What follows belongs to an exercise in optimizing a design on an open flow for small area and a short achievable clock period; a production flow would make more cautious choices.
Function was not checked in any run shown here: the RTL went through the layout flow alone.
Power and IR drop assume default switching activity.

==> flow/design.v (outline; a module is shown in full before it is edited, if it fits) <==
// module fmul36_fa: 10 lines
// module fmul36_ha: 9 lines
// module fmul36: 1333 lines
module fmul36 (
    input  wire        clk,
    input  wire        rst,
    input  wire        in_valid,
    input  wire [35:0] a,
    input  wire [35:0] b,
    input  wire [2:0]  rm,
    input  wire        ftz,
    output reg         out_valid,
    output reg  [35:0] result,
    output reg         iv,
    output reg         of,
    output reg         uf,
    output reg         nx
);
  // ...
==> flow/flow/run.sh <==
#!/bin/bash
# The standard layout (bash standard.sh: the standard synthesis and ORFS
# from floorplan to finish), with every port buffered by buf_2 instead of
# the buffer buffer_ports picks by default.
set -euo pipefail
export BUFFER_PORTS_ARGS="-buffer_cell sky130_fd_sc_hd__buf_2"
bash standard.sh > standard.log 2>&1
==> flow/standard.sh <==
#!/bin/bash
# synth_recipe.tcl (not shown) runs the flow's synth.tcl, then flattens the netlist and writes it again
# the make line also repeats each setting of config.mk as NAME=value (left out here)
make -C /OpenROAD-flow-scripts/flow DESIGN_CONFIG=/design/flow/config.mk WORK_HOME=/design/flow/orfs CLKGATE_MAP_FILE= SYNTH_SCRIPT=/design/flow/synth_recipe.tcl "${@:-finish}"
==> flow/config.mk <==
export PLATFORM = sky130hd
export DESIGN_NAME = fmul36
export DESIGN_NICKNAME = fmul36
export VERILOG_FILES = /design/flow/design.v
export SDC_FILE = /design/flow/constraint.sdc
export NUM_CORES = 4
export LEC_CHECK = 0
export CAP_MARGIN = 20
export CORE_MARGIN = 2
export CORE_UTILIZATION = 50
export CTS_CLUSTER_DIAMETER = 120
export CTS_CLUSTER_SIZE = 30
export SLEW_MARGIN = 60
export SYNTH_HIERARCHICAL = 1
export SYNTH_MINIMUM_KEEP_SIZE = 0
==> flow/constraint.sdc <==
create_clock -name core_clock -period 16.5 [get_ports {clk}]
set_input_delay 3.3000 -clock core_clock [delete_from_list [all_inputs] [get_ports {clk}]]
set_output_delay 3.3000 -clock core_clock [all_outputs]
set_load 0.01 [all_outputs]
==> run summary, run 1 <==
status - timing/DRC/antenna clean
Regs by FF count - csa_r: 54 flops, csb_r: 53 flops
Setup Skew - 0.0549 ns
Die Span Y - 257 µm
#FFs+latches synth - 397
Initial DRT Pass Iterations - 6
Critical Path Sink Type - flip-flop
startpoint types - flip-flop
register area - 7990 µm²
Cell Chain, Critical Path - ha_1, nand4_1, nor3_1, nand2_1, a211oi_2, or3_1, inv_1, fa_1, xnor2_1, a221o_1, a211o_1, o31ai_1, and2_1, a211oi_1
Final Cycle Share - 27.8%
Synth Area in Compound Gates - 16.8%
leakage power figure - 13.1 nW
Power Sequential - 0.00157 W
Final clock-cell share - 2.18%
Cells on Worst Hold Path - 0
hpwl dp - 75500 µm
most frequent cells in the layout - xnor2_1, dfxtp_1, o22ai_1
Top Ports - 120
r2r worst-path depth - 14
Final Core Density - 53.9%
GR peak layer - met2
Worst-path clk slew - 0.12 ns
critical path class - reg2reg
Die Width - 257 µm
Layout area overhead - 6.40%
Critical Path RT - 16.98 ns
setup slack, reg-to-reg - 11.92 ns
critical path fanouts, max - 13
top_reg_cell synth - dfxtp_1
post-synthesis mux area share - 5.01%
Worst-Skew Late Latency - 0.60 ns
Buffers excl. clock - 158
DR WL/cell - 26.3 µm
initial antenna violation count - 3
Seq/total area - 23.5%
hold buffers post-CTS - 0
==> run 2, diff against run 1 <==
--- a/flow/design.v
+++ b/flow/design.v
@@ -1150,46 +1150,46 @@
     assign prod[52] = cp[52] ^ ca_g144;
     assign prod[53] = cp[53] ^ ca_g145;
     wire [11:0] d2   = {2'b00, xs2} + {7'd0, k0_2} - 12'd282;
     wire [9:0]  e1b  = dneg2 ? 10'd0 : d2[9:0];
     wire        dn1  = (d2 == 12'hFFF);
     wire        dn2  = (d2 == 12'hFFE);
     wire        st2  = ({1'b0, tzs2} + 7'd2 < {1'b0, ks2});
     wire [55:0] q    = {prod, 2'b00};
-    wire [55:0] qs   = q >> {ks2[5:2], 2'b00};
+    wire [55:0] qs   = q >> {ks2[5:3], 3'b000};
     reg          v3;
-    reg [32:0]   w3;
-    reg [1:0]    ks3;
+    reg [36:0]   w3;
+    reg [2:0]    ks3;
     reg [9:0]    e1b3;
     reg          dneg3, dn1_3, dn2_3, st2_3;
     reg          s3, ovf_inf3, ftz3;
     reg [1:0]    rc3;
     reg          sp3;
     reg [1:0]    spc3;
     always @(posedge clk) begin
         if (rst)
             v3 <= 1'b0;
         else
             v3 <= v2;
-        w3       <= qs[32:0];
-        ks3      <= ks2[1:0];
+        w3       <= qs[36:0];
+        ks3      <= ks2[2:0];
         e1b3     <= e1b;
         dneg3    <= dneg2;
         dn1_3    <= dn1;
         dn2_3    <= dn2;
         st2_3    <= st2;
         s3       <= s2;
         rc3      <= rc2;
         ovf_inf3 <= ovf_inf2;
         ftz3     <= ftz2;
         sp3      <= sp2;
         spc3     <= spc2;
     end
-    wire [32:0] wsh = w3 >> ks3;
+    wire [36:0] wsh = w3 >> ks3;
     wire [29:0] wv  = wsh[29:0];
     wire        top = wv[29];
     wire [26:0] m   = top ? wv[29:3] : wv[28:2];
     wire        g   = top ? wv[2] : wv[1];
     wire        st  = (top ? (wv[1] | wv[0]) : wv[0]) | st2_3;
     wire        inx = g | st;
     reg inc;
     always @(*) begin
==> flow/config.mk (replaced) <==
export PLATFORM = sky130hd
export DESIGN_NAME = fmul36
export DESIGN_NICKNAME = fmul36
export VERILOG_FILES = /design/flow/design.v
export SDC_FILE = /design/flow/constraint.sdc
export NUM_CORES = 4
export LEC_CHECK = 0
export CAP_MARGIN = 20
export CORE_MARGIN = 2
export CORE_UTILIZATION = 40
export CTS_CLUSTER_DIAMETER = 100
export CTS_CLUSTER_SIZE = 24
export SLEW_MARGIN = 60
export SYNTH_HIERARCHICAL = 1
export SYNTH_MINIMUM_KEEP_SIZE = 0
==> run summary, run 2 <==
CTS Buffer Depth - 3
fin crit period - 4.41 ns
Psw - 0.00357 W
status - timing/DRC/antenna clean
VDD IR max - 0.157 mV
commonest non-fill, non-tap cell in the layout - xnor2_1
Final Cycle Share - 26.7% (-1.0 points)
Synth Area per Inst - 9.86 µm²
Worst path max stage delay - 0.43 ns
post-synth cell types - 82
Max-Cap Viols - 0
number of global-route vias before repair - 25555
initial antenna violation count - 1 (-2)
EDFF count, synth - 0
top_reg_cell synth - dfxtp_1
Power Dens Cells - 218 nW/µm²
Cell Chain, Critical Path - buf_2, nor4_2, nand3_1, o32ai_1, a221oi_1, or2_2
CTS Root Cell - clkbuf_16
CTS buffer count - 23
Die Width - 285 µm (+11%)
Max Clock Freq - 227 MHz
met1 Resource Use GR - 30.4%
Setup Skew - 0.0247 ns (-0.0303 ns)
fill count - 7475
WP depth - 6
Critical Path RT - 16.99 ns (about the same)
Mapped Cells - 3194
Worst Tran Pin Value - 0.600 ns
hpwl dp - 67700 µm (-10%)
Initial DRT Pass Iterations - 5 (-1)
row count - 102
largest net degree at the start of global routing - 58
r2r worst-path depth - 9 (-5)
max FFs per register - 54
top-count cell post-synth - xnor2_1
Layout area overhead - 7.74%
Mapped Area - 31500 µm²
clock power share - 8.4%
GPL Wtd Cong - 0.919
CP arrival - 4.90 ns
Final Core Density - 43.7% (-10 points)
Worst Hold Class - reg2reg
postcts setup bufs - 0
Post-route DRC - 0
setup tns final - 0 ns
GR Layer Usage met3 - 4.81%
Reg power frac - 21.1%
routing usage on met2 - 38.2%
CP bufs+invs - 1
vias per cell - 5.85
Top delay family on crit path - simple AND/OR/NAND/NOR gates
Clock Sinks - 402
hold buffers post-CTS - 0 (unchanged)
Internal Pwr Total - 0.00383 W
Die Span Y - 285 µm (+11%)
core area - 77700 µm²
via count - 24819
#FFs+latches synth - 402 (+1.3%)
DRT Wirelength - 97200 µm
most frequent cells in the layout - xnor2_1, dfxtp_1, o22ai_1
GRT Resource Usage Total - 23.7%
first-pass GRT wire length - 150000 µm
worst r2r src - bone1[3]
critical path class - in2reg
RSZ-0062 raised after global routing - no
FFs w/ async S/R, synth - 0%
Antenna diodes - 0
initial DRC count - 2211
Worst path slowest cell - nor4_2
Post-DRT Antenna Nets - 0
GRT Residual Overflow - 0
Setup violations, final - 0
fin area - 33900 µm²
die area - 81000 µm²
layout cell share with drive strength beyond 1 - 10.2%
dpl cell area - 33200 µm²
synth cell count leaders - xnor2_1, dfxtp_1, o22ai_1
Worst-Skew Late Latency - 0.60 ns (about the same)
startpoint types - input port
most flop-heavy register - csa_r
PostCTS Resize Cnt - 0
leakage power figure - 13.2 nW (+0.91%)
DR WL/cell - 22.9 µm (-13%)
Cells on Worst Hold Path - 0 (unchanged)
Slew Viols, Final - 0
top cells by area, synth - dfxtp_1, fa_1, xnor2_1
CTS tree - built
combinational share of power - 70.6%
Synth top area share - 25.5%
Top Ports - 120 (unchanged)
synth warn - 7
nets - 3756
area leader, netlist - dfxtp_1
Port-buffer cells - 119
H-tree Lvls - 1
Final Hold Fails - 0
Regs by FF count - csa_r: 54 flops, csb_r: 53 flops, w3: 37 flops
Rel. slew slack - 60.0%
Seq/Total Area, Yosys - 25.5%
worst setup path start - b[11]
Tot Pwr - 0.00741 W
Critical Path Sink Type - flip-flop
critical path fanouts, max - 6 (-7)
Worst-path clk slew - 0.09 ns (-0.03 ns)
Initial Util - 40.5%
Sw Ratio - 48.2%
hold_sp - sp3
GR peak layer - met2
[run 2: changes by cell type in the layout (fill, tap and decap cells not counted), sizes merged, moves of 11 or more]
cell	delta
mux4	-15
o211ai	-13
nand2	-13
a211oi	+15
o21ai	-12
mux2i	+65
buf	+25
nor2	-11
a21o	+11
mux2	-32
[run 2: cell families after synthesis]
group           share of synthesized area (%)
buf+inv                                  4.42
mux                                      4.95
other cells                            0.0238
compound gates                           16.0
xor+xnor                                 13.2
simple gates                             8.63
fa+ha+maj                                27.2
flops                                    25.5
[run 2: path summary, 6_finish.rpt]
kind               endpoint  slack (ns)
hold / removal          sp4        0.33
setup / recovery    bms1[0]       12.09
setup reg to reg  csb_r[28]       12.30
hold reg to reg         sp4        0.33
[run 2: cell type report]
| type | count | area (µm²) | share of cell area, % |
|---|---|---|---|
| Sequential cell | 402 | 8060 | 23.7 |
| Clock buffer | 23 | 576 | 1.70 |
| Inverter | 146 | 594 | 1.75 |
| Timing Repair Buffer | 182 | 1080 | 3.20 |
| Tap cell | 1040 | 1300 | 3.83 |
| Multi-Input combinational cell | 2437 | 22200 | 65.4 |
| Clock inverter | 10 | 123 | 0.361 |
[run 2: per-layer routing]
metal / wire, µm / vias to the layer above / part of all wire, %
li1: - / 11231 / -
met1: 39100 / 11999 / 40
met2: 43400 / 1306 / 45
met3: 9450 / 281 / 9.7
met4: 5120 / 2 / 5.3
met5: 41 / - / 0.042
[run 2: modules after synthesis (local to each module, per instance)]
module     times used  flip-flops and latches
fmul36_ha          39                       0
fmul36              1                     402
fmul36_fa         325                       0
[run 2: through the flow]
step / hold WS (ns) / setup slack [ns] / std cells
final: 0.331 / 12.09 / 4240
after global placement: 0.311 / 11.37 / 4204
after detailed placement: 0.312 / 11.34 / 4206
after floorplan: 0.310 / 11.66 / 3207
after CTS: 0.333 / 11.96 / 4239
after global routing: 0.337 / 12.06 / 4240
[run 2: power groups by stage]
stage / Sequential, W / Combinational (W) / Clock (W)
5_1_grt: 0.00159 / 0.00568 / 0.000671
3_5_place_dp: 0.00158 / 0.00508 / 0
4_1_cts: 0.00156 / 0.00509 / 0.000641
3_3_place_gp: 0.00158 / 0.00500 / 0
2_1_floorplan: 0.00154 / 0.00335 / 0
6_report: 0.00156 / 0.00523 / 0.000620

-- port drivers added, routing unchanged --
Ports are ideal in the flow. The routed layouts listed here were re-timed in OpenROAD. Step 1 assumes that a clkbuf_16 drives the clock port and a buf_2 every other input. Step 2 times the ports against the registers' clock, not the clock port: input delays grow and output delays shrink by t, the midpoint of the rising clock arrivals with the driver on. Slacks: ideal / step 1 / step 2; pairs: ideal / step 1.
run	t (ns)	setup slack, ns	hold WS [ns]	worst register clock-pin slew, ns	pins driven straight from the clock port
run 1	0.637	11.918 / 11.918 / 11.736	0.327 / 0.327 / 0.327	0.12 / 0.12	1
run 2	0.653	12.089 / 12.097 / 11.478	0.331 / 0.331 / 0.331	0.10 / 0.10	1
After both steps every run listed still meets setup and hold. For run 2, which loses most, drivers alone change the setup slack by +0.008 ns; drivers and shift together by -0.611 ns.
